Source: an optimization exercise on an open RTL-to-GDS flow (aim: small area and a short achievable clock period). Production flows keep margins and buffers that such runs may drop. Where RTL was checked, it was by simulation tests only, not by an equivalence proof against the original.

==> inputs of run K <==
// lk_acc_cell
module lk_acc_cell (
    input  wire        clk,
    input  wire        rst,       
    input  wire [1:0]  op,        
    input  wire        fmt_a,     
    input  wire        fmt_b,
    input  wire [15:0] a,
    input  wire [15:0] b,
    output wire [39:0] acc,
    output reg  [31:0] f32
);
==> module lk_add, before the edit <==
module lk_add (
    input  wire        first,
    input  wire        keep,         
    input  wire        load,
    input  wire [1:0]  cls,
    input  wire [31:0] w,
    input  wire [39:0] x,
    output reg  [39:0] y
);
    localparam [39:0] ACC_NAN = {1'b0, 8'hFF, 1'b1, 30'd0};
    wire        p_s    = w[0];
    wire [9:0]  p_exp  = w[31:22];
    wire [31:0] p_sig  = {1'b1, w[21:1], 10'd0};
    wire        p_nan  = (cls == 2'd3);
    wire        p_inf  = (cls == 2'd2);
    wire        p_zero = (cls == 2'd1);
    wire [39:0] x_raw  = {x[39:31] & {9{~first}}, x[30:0] & {31{keep}}};
    wire        x_s    = x_raw[39];
    wire        x_ez   = (x_raw[38:31] == 8'd0);
    wire        x_emax = (x_raw[38:31] == 8'hFF);
    wire        x_fz   = (x_raw[30:0] == 31'd0);
    wire        x_nan  = x_emax & ~x_fz;
    wire        x_inf  = x_emax & x_fz;
    wire        x_zero = x_ez & x_fz;
    wire [7:0]  x_exp  = {x_raw[38:32], x_raw[31] | x_ez};
    wire [31:0] x_sig  = {~x_ez, x_raw[30:0]};
    wire [10:0] d_xp = {3'd0, x_exp} - {p_exp[9], p_exp};
    wire [10:0] d_px = {p_exp[9], p_exp} - {3'd0, x_exp};
    wire        e_eq = ({2'd0, x_exp} == p_exp);
    wire [21:0] cmp_s;
    wire        x_ge;
    add_pfx #(.N(22), .L(5), .KIND(1)) u_cmp (.a(x_sig[31:10]), .b(~p_sig[31:10]), .ci(1'b1), .s(cmp_s), .co(x_ge));
    wire        p_gt_e = d_xp[10];
    wire        x_big  = ~p_gt_e & (~e_eq | x_ge);
    wire [10:0] ad     = p_gt_e ? d_px : d_xp;
    wire        sat    = (ad[10:6] != 5'd0) || (ad[5:0] > 6'd35);
    wire [5:0]  sh     = ad[5:0];
    wire [7:0]  big_exp = p_gt_e ? p_exp[7:0] : x_exp;
    wire [31:0] big_sig = x_big ? x_sig : p_sig;
    wire [31:0] sml_sig = x_big ? p_sig : x_sig;
    wire        big_s   = x_big ? x_s : p_s;
    wire        eff_sub = x_s ^ p_s;
    wire [34:0] sml_sh = {sml_sig, 3'b000} >> sh;
    wire [34:0] sml_al = sat ? 35'd0 : sml_sh;
    reg         sml_st;
    integer k;
    always @(*) begin
        sml_st = 1'b0;
        for (k = 0; k < 32; k = k + 1)
            if (sat || sh >= k + 4) sml_st = sml_st | sml_sig[k];
    end
    wire [35:0] op_a = {1'b0, big_sig, 3'b000};
    wire [35:0] op_b = {1'b0, sml_al[34:1], sml_al[0] | sml_st} ^ {36{eff_sub}};
    wire [35:0] s_sum;
    wire        s_co;
    add_pfx #(.N(36), .L(6), .KIND(1)) u_add (.a(op_a), .b(op_b), .ci(eff_sub), .s(s_sum), .co(s_co));
    wire        s_neg = eff_sub & s_sum[35];
    wire        r_s   = big_s ^ s_neg;
    wire        s_z   = (s_sum == 36'd0);
    wire [35:0] lim = (big_exp <= 8'd35) ? (36'h8_0000_0000 >> big_exp) : 36'd0;
    wire [5:0]  nlz;
    lzc36 u_lzc (.x(s_sum | lim), .n(nlz));
    wire [5:0]  nsh   = {nlz[5:1], nlz[0] | s_neg};
    wire [35:0] n_5   = nsh[5] ? {s_sum[3:0], 32'd0} : s_sum;
    wire [35:0] n_4   = nsh[4] ? {n_5[19:0], 16'd0}  : n_5;
    wire [35:0] n_3   = nsh[3] ? {n_4[27:0], 8'd0}   : n_4;
    wire [35:0] n_2   = nsh[2] ? {n_3[31:0], 4'd0}   : n_3;
    wire [35:0] n_1   = nsh[1] ? {n_2[33:0], 2'd0}   : n_2;
    wire [35:0] n_mag = nsh[0] ? {n_1[34:0], 1'd0}   : n_1;
    wire [8:0]  n_exp = {1'b0, big_exp} + 9'd1 - {3'd0, nsh};
    wire [8:0]  n_exp1 = {1'b0, big_exp} + 9'd2 - {3'd0, nsh};
    wire [4:0]  n_lo  = n_mag[4:0] ^ {5{s_neg}};
    wire        up_p  = n_lo[3] & ((n_lo[2:0] != 3'd0) | n_lo[4]);
    wire        c4_n  = (n_lo[3:0] == 4'hF);
    wire        t3_n  = n_lo[3] ^ (n_lo[2:0] == 3'h7);
    wire        up_n  = c4_n | (t3_n & ((n_lo[2:0] != 3'h7) | n_lo[4]));
    wire        n_up  = s_neg ? up_n : up_p;
    wire [31:0] r_in  = n_mag[35:4] ^ {32{s_neg}};
    wire [31:0] r_sig;
    wire        r_co;
    inc_pfx #(.N(32), .L(6)) u_rnd (.a(r_in), .ci(n_up), .s(r_sig), .co(r_co));
    wire [8:0]  r_exp = r_co ? n_exp1 : n_exp;
    wire        r_top = r_co | r_sig[31];
    wire        r_ovf = (n_exp >= 9'd255) | (r_co & (n_exp == 9'd254));
    reg [39:0] sum40;
    always @(*) begin
        if (s_z)
            sum40 = 40'd0;                                   
        else if (r_ovf)
            sum40 = {r_s, 8'hFF, 31'd0};                     
        else
            sum40 = {r_s, (r_top ? r_exp[7:0] : 8'd0), r_sig[30:0]};
    end
    always @(*) begin
        if (load)
            y = p_nan ? ACC_NAN : {w, 8'd0};
        else if (x_nan | p_nan | (x_inf & p_inf & (x_s != p_s)))
            y = ACC_NAN;
        else if (x_inf)
            y = x_raw;
        else if (p_inf)
            y = {p_s, 8'hFF, 31'd0};
        else if (p_zero)
            y = x_zero ? {x_s & p_s, 39'd0} : x_raw;
        else
            y = sum40;
    end
endmodule
clock: 22.0 ns
lec_check: 0
abc_area: 1
cap_margin: 20
core_margin: 2
core_utilization: 40
slew_margin: 20
standard.sh (not shown) runs the stock make flow with config.mk's settings and CLKGATE_MAP_FILE= SYNTH_SCRIPT=/design/flow/synth_recipe.tcl, a recipe that flattens the netlist after the stock synthesis.
==> flow/flow/run.sh <==
#!/bin/bash
set -euo pipefail
MARGIN=$(cat flow/margin.txt)
bash standard.sh SETUP_SLACK_MARGIN=$MARGIN finish > standard.log 2>&1
==> flow/flow/margin.txt <==
9
==> run Z (differences from run K) <==
--- a/flow/design.v
+++ b/flow/design.v
@@ -264,6 +264,10 @@
     wire [35:0] n_1   = nsh[1] ? {n_2[33:0], 2'd0}   : n_2;
     wire [35:0] n_mag = nsh[0] ? {n_1[34:0], 1'd0}   : n_1;
-    wire [8:0]  n_exp = {1'b0, big_exp} + 9'd1 - {3'd0, nsh};
-    wire [8:0]  n_exp1 = {1'b0, big_exp} + 9'd2 - {3'd0, nsh};
+    wire [8:0]  be_p1 = {1'b0, big_exp} + 9'd1;
+    wire [8:0]  be_p2 = {1'b0, big_exp} + 9'd2;
+    wire [8:0]  n_exp, n_exp1;
+    wire        n_exp_co, n_exp1_co;
+    add_pfx #(.N(9), .L(4), .KIND(1)) u_nexp  (.a(be_p1), .b(~{3'd0, nsh}), .ci(1'b1), .s(n_exp),  .co(n_exp_co));
+    add_pfx #(.N(9), .L(4), .KIND(1)) u_nexp1 (.a(be_p2), .b(~{3'd0, nsh}), .ci(1'b1), .s(n_exp1), .co(n_exp1_co));
     wire [4:0]  n_lo  = n_mag[4:0] ^ {5{s_neg}};
     wire        up_p  = n_lo[3] & ((n_lo[2:0] != 3'd0) | n_lo[4]);
@@ -278,5 +282,9 @@
     wire [8:0]  r_exp = r_co ? n_exp1 : n_exp;
     wire        r_top = r_co | r_sig[31];
-    wire        r_ovf = (n_exp >= 9'd255) | (r_co & (n_exp == 9'd254));
+    wire        nsh0  = (nsh == 6'd0);
+    wire        nsh1  = (nsh == 6'd1);
+    wire        be254 = (big_exp == 8'd254);
+    wire        be253 = (big_exp == 8'd253);
+    wire        r_ovf = (be254 & nsh0) | (r_co & ((be254 & nsh1) | (be253 & nsh0)));
     reg [39:0] sum40;
     always @(*) begin
==> flow/flow/run.sh (replaced) <==
#!/bin/bash
set -euo pipefail
bash standard.sh $(cat flow/args.txt) finish > standard.log 2>&1
==> flow/flow/args.txt (new file) <==
SETUP_SLACK_MARGIN=10
--- a/flow/config.mk
+++ b/flow/config.mk
@@ -9,4 +9,4 @@
 export CAP_MARGIN = 20
 export CORE_MARGIN = 2
-export CORE_UTILIZATION = 40
+export CORE_UTILIZATION = 55
 export SLEW_MARGIN = 20
removed: flow/flow/margin.txt
==> run E (differences from run K) <==
--- a/flow/design.v
+++ b/flow/design.v
@@ -264,6 +264,10 @@
     wire [35:0] n_1   = nsh[1] ? {n_2[33:0], 2'd0}   : n_2;
     wire [35:0] n_mag = nsh[0] ? {n_1[34:0], 1'd0}   : n_1;
-    wire [8:0]  n_exp = {1'b0, big_exp} + 9'd1 - {3'd0, nsh};
-    wire [8:0]  n_exp1 = {1'b0, big_exp} + 9'd2 - {3'd0, nsh};
+    wire [8:0]  be_p1 = {1'b0, big_exp} + 9'd1;
+    wire [8:0]  be_p2 = {1'b0, big_exp} + 9'd2;
+    wire [8:0]  n_exp, n_exp1;
+    wire        n_exp_co, n_exp1_co;
+    add_pfx #(.N(9), .L(4), .KIND(1)) u_nexp  (.a(be_p1), .b(~{3'd0, nsh}), .ci(1'b1), .s(n_exp),  .co(n_exp_co));
+    add_pfx #(.N(9), .L(4), .KIND(1)) u_nexp1 (.a(be_p2), .b(~{3'd0, nsh}), .ci(1'b1), .s(n_exp1), .co(n_exp1_co));
     wire [4:0]  n_lo  = n_mag[4:0] ^ {5{s_neg}};
     wire        up_p  = n_lo[3] & ((n_lo[2:0] != 3'd0) | n_lo[4]);
@@ -278,5 +282,9 @@
     wire [8:0]  r_exp = r_co ? n_exp1 : n_exp;
     wire        r_top = r_co | r_sig[31];
-    wire        r_ovf = (n_exp >= 9'd255) | (r_co & (n_exp == 9'd254));
+    wire        nsh0  = (nsh == 6'd0);
+    wire        nsh1  = (nsh == 6'd1);
+    wire        be254 = (big_exp == 8'd254);
+    wire        be253 = (big_exp == 8'd253);
+    wire        r_ovf = (be254 & nsh0) | (r_co & ((be254 & nsh1) | (be253 & nsh0)));
     reg [39:0] sum40;
     always @(*) begin
==> flow/flow/run.sh (replaced) <==
#!/bin/bash
set -euo pipefail
bash standard.sh $(cat flow/args.txt) finish > standard.log 2>&1
==> flow/flow/args.txt (new file) <==
SETUP_SLACK_MARGIN=11 TNS_END_PERCENT=0
removed: flow/flow/margin.txt
==> comparison table <==
quantity	run K	run Z	run E
Post-CTS Setup Inserts	5	26	42
Number of optimization iterations in the first detailed-route pass	6	10	6
Multiplexer area fraction after synthesis	0.00329	0.00429	0.00429
Routed met1 length	46700 um	39700 um	45200 um
Adder and majority cell fraction of the synthesized area	0.176	0.176	0.176
Height of the die	251 um	215 um	252 um
Signed area change from the synthesized netlist to the final layout	11.7%	12.5%	23.5%
Count of placed standard cells including taps	4931	4745	4935
Run status	no timing/DRC/antenna violations	no timing/DRC/antenna violations	no timing/DRC/antenna violations
Portion of synthesized cell area occupied by the leading cell type	0.156	0.156	0.156
Total stage count of the critical path	64	32	28
Multi-input logic portion of the cell area	0.705	0.712	0.680
Highest attainable clock frequency	81.2 MHz	87.5 MHz	93.0 MHz
Number of cells produced by synthesis	4178	4182	4182
Sequential portion of the cell area	0.0914	0.0901	0.0822
Clock transition at the registers of the reported paths	0.07 ns	0.08 ns	0.07 ns
Met3 usage in global routing	0.0517	0.0882	0.0566
Simple-gate portion of the synthesized area	0.398	0.405	0.405
Plain + repair buffers	179	206	352
Syn Area/Cell	5.83 sq um	5.86 sq um	5.86 sq um
Startpoint of the lowest-slack register-to-register path	s1_first	s1_first	p_top
Via count of the first global-routing pass	26.2k	27.2k	27.2k
Place WS	7.60 ns	7.89 ns	7.35 ns
For run K, only the layout was checked, not whether the RTL still works.

separate check: timing with driven ports:
Ports are ideal in the flow. The routed layouts listed here were re-timed in OpenROAD.
Step 1 sets driving cells, clkbuf_16 on the clock port and buf_2 on the other inputs (assumed; they add their load-dependent delay and slew).
Step 2 moves the port delays by t, midway between the first and last clock arrival at a register: inputs arrive t later, outputs are due t later. That takes back most of the time a late clock gives input paths.
Three values: no drivers, after step 1, after step 2; two values: the first two.
| run | t (ns) | setup slack, ns | worst setup path at the end | worst slew at a driven data input, ns |
|---|---|---|---|---|
| run K | 0.494 | 9.692 / 9.692 / 9.375 | input to register | 0.05 |
| run Z | 0.524 | 10.578 / 10.607 / 10.084 | input to register | 0.05 |
| run E | 0.511 | 11.249 / 11.278 / 10.767 | input to register | 0.05 |
After both steps setup and hold are still met in every run listed. For run Z, which loses most, drivers alone change the setup slack by +0.029 ns; drivers and shift together by -0.494 ns.
